Background: an optimization exercise with open tools, aiming at small area and a short achievable clock period. Do not read the settings as production practice.
The RTL was checked by simulation tests, not by an equivalence proof against the original design.
Power figures rest on the tool's default switching activity, not on a simulated workload.

==> inputs of trial 98 <==
Design requant_epilogue, start of the top module:
module requant_epilogue #(
    parameter LANES = 2
) (
    input  wire                clk,
    input  wire                rst,
    input  wire                in_valid,
    input  wire [32*LANES-1:0] acc,
    input  wire [31*LANES-1:0] mult,
    input  wire [6*LANES-1:0]  shift,
    input  wire [16*LANES-1:0] zp,
    input  wire [1:0]          fmt,
    input  wire [15:0]         clamp_lo,
    input  wire [15:0]         clamp_hi,
    output reg                 out_valid,
    output reg  [16*LANES-1:0] out_q,
    output reg  [LANES-1:0]    out_sat
);
    genvar i;
    reg                v1;
    reg [32*LANES-1:0] acc1;
    reg [16*LANES-1:0] one1, two1;
    reg [15*LANES-1:0] neg1;
    reg [6*LANES-1:0]  sh1;
    reg [16*LANES-1:0] zp1;
    reg [1:0]          fmt1;
    reg [15:0]         lo1, hi1;
    wire [16*LANES-1:0] one_w, two_w;
    wire [15*LANES-1:0] neg_w;
    generate
        for (i = 0; i < LANES; i = i + 1) begin : enc
            requant_booth u_enc (
                .m   (mult[31*i +: 31]),
                .one (one_w[16*i +: 16]),
                .two (two_w[16*i +: 16]),
                .neg (neg_w[15*i +: 15])
  ...
==> module requant_lane, before the edit <==
module requant_lane (
    input  wire        [15:0] fl,         
    input  wire               s,          
    input  wire               big,        
    input  wire               rnd,        
    input  wire signed [15:0] zp,         
    input  wire        [1:0]  fmt,        
    input  wire signed [15:0] slo,
    input  wire signed [15:0] shi,
    input  wire               empty,
    output wire        [15:0] q,          
    output wire               sat         
);
    wire signed [17:0] r  = $signed({s, fl}) + $signed({17'd0, rnd});
    wire signed [17:0] lz = $signed({{2{slo[15]}}, slo}) - $signed({{2{zp[15]}}, zp});
    wire signed [17:0] hz = $signed({{2{shi[15]}}, shi}) - $signed({{2{zp[15]}}, zp});
    wire [15:0] qz = r[15:0] + zp;
    wire lt = big ? s  : (r < lz);
    wire gt = big ? ~s : (r > hz);
    wire [15:0] v = lt ? slo : gt ? shi : qz;
    assign sat = empty | lt | gt;
    assign q   = (fmt == 2'd0) ? {12'd0, v[3:0]} :
                 (fmt == 2'd3) ? v : {8'd0, v[7:0]};
endmodule
==> module requant_epilogue, before the edit <==
module requant_epilogue #(
    parameter LANES = 2
) (
    input  wire                clk,
    input  wire                rst,
    input  wire                in_valid,
    input  wire [32*LANES-1:0] acc,
    input  wire [31*LANES-1:0] mult,
    input  wire [6*LANES-1:0]  shift,
    input  wire [16*LANES-1:0] zp,
    input  wire [1:0]          fmt,
    input  wire [15:0]         clamp_lo,
    input  wire [15:0]         clamp_hi,
    output reg                 out_valid,
    output reg  [16*LANES-1:0] out_q,
    output reg  [LANES-1:0]    out_sat
);
    genvar i;
    reg                v1;
    reg [32*LANES-1:0] acc1;
    reg [16*LANES-1:0] one1, two1;
    reg [15*LANES-1:0] neg1;
    reg [6*LANES-1:0]  sh1;
    reg [16*LANES-1:0] zp1;
    reg [1:0]          fmt1;
    reg [15:0]         lo1, hi1;
    wire [16*LANES-1:0] one_w, two_w;
    wire [15*LANES-1:0] neg_w;
    generate
        for (i = 0; i < LANES; i = i + 1) begin : enc
            requant_booth u_enc (
                .m   (mult[31*i +: 31]),
                .one (one_w[16*i +: 16]),
                .two (two_w[16*i +: 16]),
                .neg (neg_w[15*i +: 15])
            );
        end
    endgenerate
    always @(posedge clk) begin
        if (rst) v1 <= 1'b0;
        else     v1 <= in_valid;
        acc1  <= acc;
        one1  <= one_w;
        two1  <= two_w;
        neg1  <= neg_w;
        sh1   <= shift;
        zp1   <= zp;
        fmt1  <= fmt;
        lo1   <= clamp_lo;
        hi1   <= clamp_hi;
    end
    wire [15:0] slo_w, shi_w;
    wire        emp_w;
    requant_window u_win (
        .fmt(fmt1), .clamp_lo(lo1), .clamp_hi(hi1),
        .slo(slo_w), .shi(shi_w), .empty(emp_w)
    );
    wire [63*LANES-1:0] ra_w, rb_w;
    generate
        for (i = 0; i < LANES; i = i + 1) begin : mul
            requant_mul u_mul (
                .a   (acc1[32*i +: 32]),
                .one (one1[16*i +: 16]),
                .two (two1[16*i +: 16]),
                .neg (neg1[15*i +: 15]),
                .ra  (ra_w[63*i +: 63]),
                .rb  (rb_w[63*i +: 63])
            );
        end
    endgenerate
    reg                v2;
    reg [63*LANES-1:0] ra2, rb2;
    reg [6*LANES-1:0]  sh2;
    reg [16*LANES-1:0] zp2;
    reg [1:0]          fmt2;
    reg [15:0]         slo2, shi2;
    reg                emp2;
    always @(posedge clk) begin
        if (rst) v2 <= 1'b0;
        else     v2 <= v1;
        ra2  <= ra_w;
        rb2  <= rb_w;
        sh2  <= sh1;
        zp2  <= zp1;
        fmt2 <= fmt1;
        slo2 <= slo_w;
        shi2 <= shi_w;
        emp2 <= emp_w;
    end
    wire [16*LANES-1:0] fl_w;
    wire [LANES-1:0]    s_w, big_w, rnd_w;
    generate
        for (i = 0; i < LANES; i = i + 1) begin : sha
            requant_shift_hi u_sh (
                .ra    (ra2[63*i +: 63]),
                .rb    (rb2[63*i +: 63]),
                .shift (sh2[6*i +: 6]),
                .fl    (fl_w[16*i +: 16]),
                .s     (s_w[i]),
                .big   (big_w[i]),
                .rnd   (rnd_w[i])
            );
        end
    endgenerate
    reg                v3;
    reg [16*LANES-1:0] fl3;
    reg [LANES-1:0]    s3, big3, rnd3;
    reg [16*LANES-1:0] zp3;
    reg [1:0]          fmt3;
    reg [15:0]         slo3, shi3;
    reg                emp3;
    always @(posedge clk) begin
        if (rst) v3 <= 1'b0;
        else     v3 <= v2;
        fl3  <= fl_w;
        s3   <= s_w;
        big3 <= big_w;
        rnd3 <= rnd_w;
        zp3  <= zp2;
        fmt3 <= fmt2;
        slo3 <= slo2;
        shi3 <= shi2;
        emp3 <= emp2;
    end
    wire [16*LANES-1:0] q_w;
    wire [LANES-1:0]    sat_w;
    generate
        for (i = 0; i < LANES; i = i + 1) begin : lane
            requant_lane u_lane (
                .fl    (fl3[16*i +: 16]),
                .s     (s3[i]),
                .big   (big3[i]),
                .rnd   (rnd3[i]),
                .zp    (zp3[16*i +: 16]),
                .fmt   (fmt3),
                .slo   (slo3),
                .shi   (shi3),
                .empty (emp3),
                .q     (q_w[16*i +: 16]),
                .sat   (sat_w[i])
            );
        end
    endgenerate
    always @(posedge clk) begin
        if (rst) out_valid <= 1'b0;
        else     out_valid <= v3;
        out_q   <= q_w;
        out_sat <= sat_w;
    end
endmodule
Settings: LEC_CHECK=0, ABC_AREA=1, CAP_MARGIN=20, CORE_MARGIN=2, CORE_UTILIZATION=40, PLACE_DENSITY=0.6, SLEW_MARGIN=20; clock period 22.0 ns.
standard.sh (not shown) runs the stock make flow with config.mk's settings and CLKGATE_MAP_FILE= SYNTH_SCRIPT=/design/flow/synth_recipe.tcl, a recipe that flattens the netlist after the stock synthesis.
==> flow/flow/run.sh <==
#!/bin/bash
# Layout flow: the standard.sh (ORFS from synthesis to finish) with two
# changes, each one setting:
#  - synthesis runs flow/synth_noabc.tcl, which is synth_recipe.tcl with
#    Yosys's synth told -noabc, so that extract_fa maps the RTL's full adders
#    as written (ORFS's own abc mapping still runs after it);
#  - the ports are buffered with buf_2 instead of the delay buffer that
#    buffer_ports picks by default.
# standard.sh's output goes to flow_standard.log; ORFS keeps each step's
# log under orfs/logs.
set -euo pipefail
here=$(pwd)
sed "s#SYNTH_SCRIPT=[^ ]*synth_recipe.tcl#SYNTH_SCRIPT=$here/flow/synth_noabc.tcl#" standard.sh > flow_standard.sh
grep -q "SYNTH_SCRIPT=$here/flow/synth_noabc.tcl" flow_standard.sh
export BUFFER_PORTS_ARGS="-buffer_cell sky130_fd_sc_hd__buf_2"
bash flow_standard.sh > flow_standard.log 2>&1
==> flow/flow/synth_noabc.tcl <==
# synth_recipe.tcl with one change: Yosys's synth skips its abc -fast pass
# (-noabc), so extract_fa sees the full adders as the RTL writes them rather
# than after abc has re-mapped them (which leaves inverters between them).
# ORFS's own abc mapping, after the adders are extracted, still runs.
proc synth {args} { yosys synth -nofsm -noshare -noabc {*}$args }
source $::env(SCRIPTS_DIR)/synth.tcl
# left out here: clear keep_hierarchy, flatten, clean up, hide names made inside functions, write 1_2_yosys.v
==> trial 61: changes against trial 98 <==
--- a/flow/design.v
+++ b/flow/design.v
@@ -75,13 +75,27 @@
     output wire        [15:0] q,          
     output wire               sat         
 );
-    wire signed [17:0] r  = $signed({s, fl}) + $signed({17'd0, rnd});
-    wire signed [17:0] lz = $signed({{2{slo[15]}}, slo}) - $signed({{2{zp[15]}}, zp});
-    wire signed [17:0] hz = $signed({{2{shi[15]}}, shi}) - $signed({{2{zp[15]}}, zp});
-    wire [15:0] qz = r[15:0] + zp;
-    wire lt = big ? s  : (r < lz);
-    wire gt = big ? ~s : (r > hz);
-    wire [15:0] v = lt ? slo : gt ? shi : qz;
+    wire [18:0] qc;
+    requant_add_bk #(.W(19)) u_q (
+        .a ({s, s, fl, rnd}),
+        .b ({{2{zp[15]}}, zp, rnd}),
+        .s (qc)
+    );
+    wire [17:0] qz = qc[18:1];
+    wire [17:0] dlo, dhi;
+    requant_add_bk #(.W(18)) u_lo (
+        .a ({{2{slo[15]}}, slo}),
+        .b (~qz),
+        .s (dlo)
+    );
+    requant_add_bk #(.W(18)) u_hi (
+        .a (qz),
+        .b (~{{2{shi[15]}}, shi}),
+        .s (dhi)
+    );
+    wire lt = big ? s  : ~dlo[17];
+    wire gt = big ? ~s : ~dhi[17];
+    wire [15:0] v = lt ? slo : gt ? shi : qz[15:0];
     assign sat = empty | lt | gt;
     assign q   = (fmt == 2'd0) ? {12'd0, v[3:0]} :
                  (fmt == 2'd3) ? v : {8'd0, v[7:0]};
==> flow/flow/run.sh (replaced) <==
#!/bin/bash
# Layout flow: the standard.sh (ORFS from synthesis to finish) with
# these changes:
#  - synthesis runs flow/synth_noabc.tcl, which is synth_recipe.tcl with
#    Yosys's synth told -noabc, so that extract_fa maps the RTL's full adders
#    as written (ORFS's own abc mapping still runs after it);
#  - the ports are buffered with buf_1 instead of the delay buffer that
#    buffer_ports picks by default, and flow/post_gp.tcl (run after global
#    placement) makes the output ports' buffers buf_4 and the output
#    registers dfxtp_2.
# standard.sh's output goes to flow_standard.log; ORFS keeps each step's
# log under orfs/logs.
set -euo pipefail
here=$(pwd)
sed "s#SYNTH_SCRIPT=[^ ]*synth_recipe.tcl#SYNTH_SCRIPT=$here/flow/synth_noabc.tcl#" standard.sh > flow_standard.sh
grep -q "SYNTH_SCRIPT=$here/flow/synth_noabc.tcl" flow_standard.sh
export BUFFER_PORTS_ARGS="-buffer_cell sky130_fd_sc_hd__buf_1"
export POST_GLOBAL_PLACE_TCL="$here/flow/post_gp.tcl"
bash flow_standard.sh > flow_standard.log 2>&1
==> flow/flow/post_gp.tcl (new file) <==
# Run after global placement (POST_GLOBAL_PLACE_TCL). buffer_ports gave
# every port a buf_1; the outputs, which the output registers drive to the
# die edge, get a buf_4 instead, and the output registers drive strength 2.
foreach inst [get_cells output*] {
  replace_cell $inst sky130_fd_sc_hd__buf_4
}
foreach inst [get_cells {out_q* out_sat* out_valid*}] {
  if {[get_property [get_lib_cells -of_objects $inst] name] == "sky130_fd_sc_hd__dfxtp_1"} {
    replace_cell $inst sky130_fd_sc_hd__dfxtp_2
  }
}
- CORE_UTILIZATION: 40 -> 55
- CTS_CLUSTER_DIAMETER: not set -> 120
- CTS_CLUSTER_SIZE: not set -> 20
- PLACE_DENSITY: 0.6 -> 0.7
==> build 38: changes against trial 98 <==
--- a/flow/design.v
+++ b/flow/design.v
@@ -75,13 +75,27 @@
     output wire        [15:0] q,          
     output wire               sat         
 );
-    wire signed [17:0] r  = $signed({s, fl}) + $signed({17'd0, rnd});
-    wire signed [17:0] lz = $signed({{2{slo[15]}}, slo}) - $signed({{2{zp[15]}}, zp});
-    wire signed [17:0] hz = $signed({{2{shi[15]}}, shi}) - $signed({{2{zp[15]}}, zp});
-    wire [15:0] qz = r[15:0] + zp;
-    wire lt = big ? s  : (r < lz);
-    wire gt = big ? ~s : (r > hz);
-    wire [15:0] v = lt ? slo : gt ? shi : qz;
+    wire [18:0] qc;
+    requant_add_bk #(.W(19)) u_q (
+        .a ({s, s, fl, rnd}),
+        .b ({{2{zp[15]}}, zp, rnd}),
+        .s (qc)
+    );
+    wire [17:0] qz = qc[18:1];
+    wire [17:0] dlo, dhi;
+    requant_add_bk #(.W(18)) u_lo (
+        .a ({{2{slo[15]}}, slo}),
+        .b (~qz),
+        .s (dlo)
+    );
+    requant_add_bk #(.W(18)) u_hi (
+        .a (qz),
+        .b (~{{2{shi[15]}}, shi}),
+        .s (dhi)
+    );
+    wire lt = big ? s  : ~dlo[17];
+    wire gt = big ? ~s : ~dhi[17];
+    wire [15:0] v = lt ? slo : gt ? shi : qz[15:0];
     assign sat = empty | lt | gt;
     assign q   = (fmt == 2'd0) ? {12'd0, v[3:0]} :
                  (fmt == 2'd3) ? v : {8'd0, v[7:0]};
@@ -2250,31 +2264,16 @@
     genvar i;
     reg                v1;
     reg [32*LANES-1:0] acc1;
-    reg [16*LANES-1:0] one1, two1;
-    reg [15*LANES-1:0] neg1;
+    reg [31*LANES-1:0] mult1;
     reg [6*LANES-1:0]  sh1;
     reg [16*LANES-1:0] zp1;
     reg [1:0]          fmt1;
     reg [15:0]         lo1, hi1;
-    wire [16*LANES-1:0] one_w, two_w;
-    wire [15*LANES-1:0] neg_w;
-    generate
-        for (i = 0; i < LANES; i = i + 1) begin : enc
-            requant_booth u_enc (
-                .m   (mult[31*i +: 31]),
-                .one (one_w[16*i +: 16]),
-                .two (two_w[16*i +: 16]),
-                .neg (neg_w[15*i +: 15])
-            );
-        end
-    endgenerate
     always @(posedge clk) begin
         if (rst) v1 <= 1'b0;
         else     v1 <= in_valid;
         acc1  <= acc;
-        one1  <= one_w;
-        two1  <= two_w;
-        neg1  <= neg_w;
+        mult1 <= mult;
         sh1   <= shift;
         zp1   <= zp;
         fmt1  <= fmt;
@@ -2287,14 +2286,22 @@
         .fmt(fmt1), .clamp_lo(lo1), .clamp_hi(hi1),
         .slo(slo_w), .shi(shi_w), .empty(emp_w)
     );
+    wire [16*LANES-1:0] one_w, two_w;
+    wire [15*LANES-1:0] neg_w;
     wire [63*LANES-1:0] ra_w, rb_w;
     generate
         for (i = 0; i < LANES; i = i + 1) begin : mul
+            requant_booth u_enc (
+                .m   (mult1[31*i +: 31]),
+                .one (one_w[16*i +: 16]),
+                .two (two_w[16*i +: 16]),
+                .neg (neg_w[15*i +: 15])
+            );
             requant_mul u_mul (
                 .a   (acc1[32*i +: 32]),
-                .one (one1[16*i +: 16]),
-                .two (two1[16*i +: 16]),
-                .neg (neg1[15*i +: 15]),
+                .one (one_w[16*i +: 16]),
+                .two (two_w[16*i +: 16]),
+                .neg (neg_w[15*i +: 15]),
                 .ra  (ra_w[63*i +: 63]),
                 .rb  (rb_w[63*i +: 63])
             );
==> flow/flow/run.sh (replaced) <==
#!/bin/bash
# Layout flow: the standard.sh (ORFS from synthesis to finish) with
# these changes:
#  - synthesis runs flow/synth_noabc.tcl, which is synth_recipe.tcl with
#    Yosys's synth told -noabc, so that extract_fa maps the RTL's full adders
#    as written (ORFS's own abc mapping still runs after it);
#  - the ports are buffered with buf_1 instead of the delay buffer that
#    buffer_ports picks by default, and flow/post_gp.tcl (run after global
#    placement) makes the output ports' buffers buf_4 and the output
#    registers dfxtp_2;
#  - clock tree synthesis (CTS_ARGS) clusters up to 20 sinks within 120 um
#    per leaf buffer, as config.mk's CTS_CLUSTER_SIZE and
#    CTS_CLUSTER_DIAMETER ask, and adds no dummy loads.
# standard.sh's output goes to flow_standard.log; ORFS keeps each step's
# log under orfs/logs.
set -euo pipefail
here=$(pwd)
sed "s#SYNTH_SCRIPT=[^ ]*synth_recipe.tcl#SYNTH_SCRIPT=$here/flow/synth_noabc.tcl#" standard.sh > flow_standard.sh
grep -q "SYNTH_SCRIPT=$here/flow/synth_noabc.tcl" flow_standard.sh
export BUFFER_PORTS_ARGS="-buffer_cell sky130_fd_sc_hd__buf_1"
export POST_GLOBAL_PLACE_TCL="$here/flow/post_gp.tcl"
export CTS_ARGS="-sink_clustering_enable -repair_clock_nets -sink_clustering_size 20 -sink_clustering_max_diameter 120 -dont_use_dummy_load"
bash flow_standard.sh > flow_standard.log 2>&1
==> flow/flow/post_gp.tcl (new file) <==
# Run after global placement (POST_GLOBAL_PLACE_TCL). buffer_ports gave
# every port a buf_1; the outputs, which the output registers drive to the
# die edge, get a buf_4 instead, and the output registers drive strength 2.
foreach inst [get_cells output*] {
  replace_cell $inst sky130_fd_sc_hd__buf_4
}
foreach inst [get_cells {out_q* out_sat* out_valid*}] {
  if {[get_property [get_lib_cells -of_objects $inst] name] == "sky130_fd_sc_hd__dfxtp_1"} {
    replace_cell $inst sky130_fd_sc_hd__dfxtp_2
  }
}
- CORE_UTILIZATION: 40 -> 55
- CTS_CLUSTER_DIAMETER: not set -> 120
- CTS_CLUSTER_SIZE: not set -> 20
- PLACE_DENSITY: 0.6 -> 0.7
==> build 26: changes against trial 98 <==
- CORE_UTILIZATION: 40 -> 55
- CTS_CLUSTER_DIAMETER: not set -> 120
- CTS_CLUSTER_SIZE: not set -> 20
- PLACE_DENSITY: 0.6 -> 0.7
==> qor summary <==
Outcome: trial 61 complete, no violations; trial 98 complete, no violations; build 26 complete, no violations; build 38 complete, no violations
Met1 routed wirelength after detailed routing: trial 61 82060 µm; trial 98 100100 µm; build 26 88840 µm; build 38 82220 µm
Share of post-route cells with drive strength above 1: trial 61 6.710%; trial 98 9.212%; build 26 8.149%; build 38 6.330%
Diodes inserted: trial 61 4; trial 98 5; build 26 1; build 38 2
Pin count of the biggest net entering global routing: trial 61 53; trial 98 49; build 26 49; build 38 51
Post-synthesis area per instance: trial 61 9.326 µm²; trial 98 9.179 µm²; build 26 9.179 µm²; build 38 9.229 µm²
Multi-input gate share of the layout cell area: trial 61 68.59%; trial 98 67.11%; build 26 69.38%; build 38 69.67%
Category of the most critical setup path: trial 61 reg2out; trial 98 reg2reg; build 26 reg2reg; build 38 reg2reg
Clock-cell share of area: trial 61 1.881%; trial 98 4.011%; build 26 1.834%; build 38 1.572%
Clock latency reported for the late side of the worst-skew pair: trial 61 0.69 ns; trial 98 0.75 ns; build 26 0.69 ns; build 38 0.66 ns
Termination of the worst setup path: trial 61 out_valid; trial 98 out_q[20]; build 26 out_q[25]; build 38 ra2[93]
LEAKAGE: trial 61 31.79 nW; trial 98 34.12 nW; build 26 33.35 nW; build 38 31.28 nW
Switching power of the nets: trial 61 6.589 mW; trial 98 7.481 mW; build 26 7.151 mW; build 38 6.336 mW
Area growth from synthesis to layout: trial 61 5.099%; trial 98 8.851%; build 26 5.283%; build 38 4.912%
Via count of the first global-routing pass: trial 61 58990; trial 98 61280; build 26 61290; build 38 57430
Data required time of the worst path: trial 61 17.60 ns; trial 98 22.59 ns; build 26 22.56 ns; build 38 22.50 ns
Synth Area in Compound Gates: trial 61 13.27%; trial 98 14.04%; build 26 14.04%; build 38 13.68%
Starting density of the core: trial 61 55.47%; trial 98 40.33%; build 26 55.24%; build 38 55.56%
Number of antenna violations at the first check in global routing: trial 61 6; trial 98 8; build 26 9; build 38 9
Arrival time at the worst endpoint: trial 61 1.13 ns; trial 98 6.34 ns; build 26 6.30 ns; build 38 6.60 ns
Final instance area: trial 61 0.07105 mm²; trial 98 0.07639 mm²; build 26 0.07388 mm²; build 38 0.07002 mm²
Power density over cell area: trial 61 179.3 mW/mm²; trial 98 191.1 mW/mm²; build 26 185.9 mW/mm²; build 38 175.4 mW/mm²
Worst slack at placement: trial 61 16.70 ns; trial 98 16.38 ns; build 26 16.37 ns; build 38 15.97 ns
Dpl hpwl: trial 61 151700 µm; trial 98 170800 µm; build 26 157900 µm; build 38 149600 µm
Routed wire length: trial 61 226300 µm; trial 98 251100 µm; build 26 233400 µm; build 38 217500 µm
Switching share of power: trial 61 51.71%; trial 98 51.24%; build 26 52.07%; build 38 51.59%

[what the ideal ports hide]
How much do the figures lean on ideal ports? The routed layouts below were timed once more, with nothing changed but the port constraints.
Step 1 (the two cells are an assumption about what drives the block):
set clk [get_ports {clk}]
set_driving_cell -lib_cell sky130_fd_sc_hd__clkbuf_16 $clk
set_driving_cell -lib_cell sky130_fd_sc_hd__buf_2 [delete_from_list [all_inputs] $clk]
Step 2 adds t to the input delays and takes it off the output delays; t is the mean of the earliest and latest rising clock arrival at the registers after step 1. Input paths then give back, and output paths get back, about the clock's delay inside the block.
Three values: ideal ports, drivers, drivers and shift; two values: the first two.
run	shift t [ns]	slack for setup (ns)	worst setup path at the end	slew at the worst register clock pin (ns)
trial 98	0.817	16.247 / 16.247 / 16.247	register to register	0.07 / 0.07
trial 61	0.748	16.470 / 16.390 / 16.802	input to register	0.10 / 0.10
build 38	0.712	15.895 / 15.895 / 15.895	register to register	0.10 / 0.10
build 26	0.760	16.261 / 16.261 / 16.261	register to register	0.10 / 0.10
After both steps every run listed still meets setup and hold.
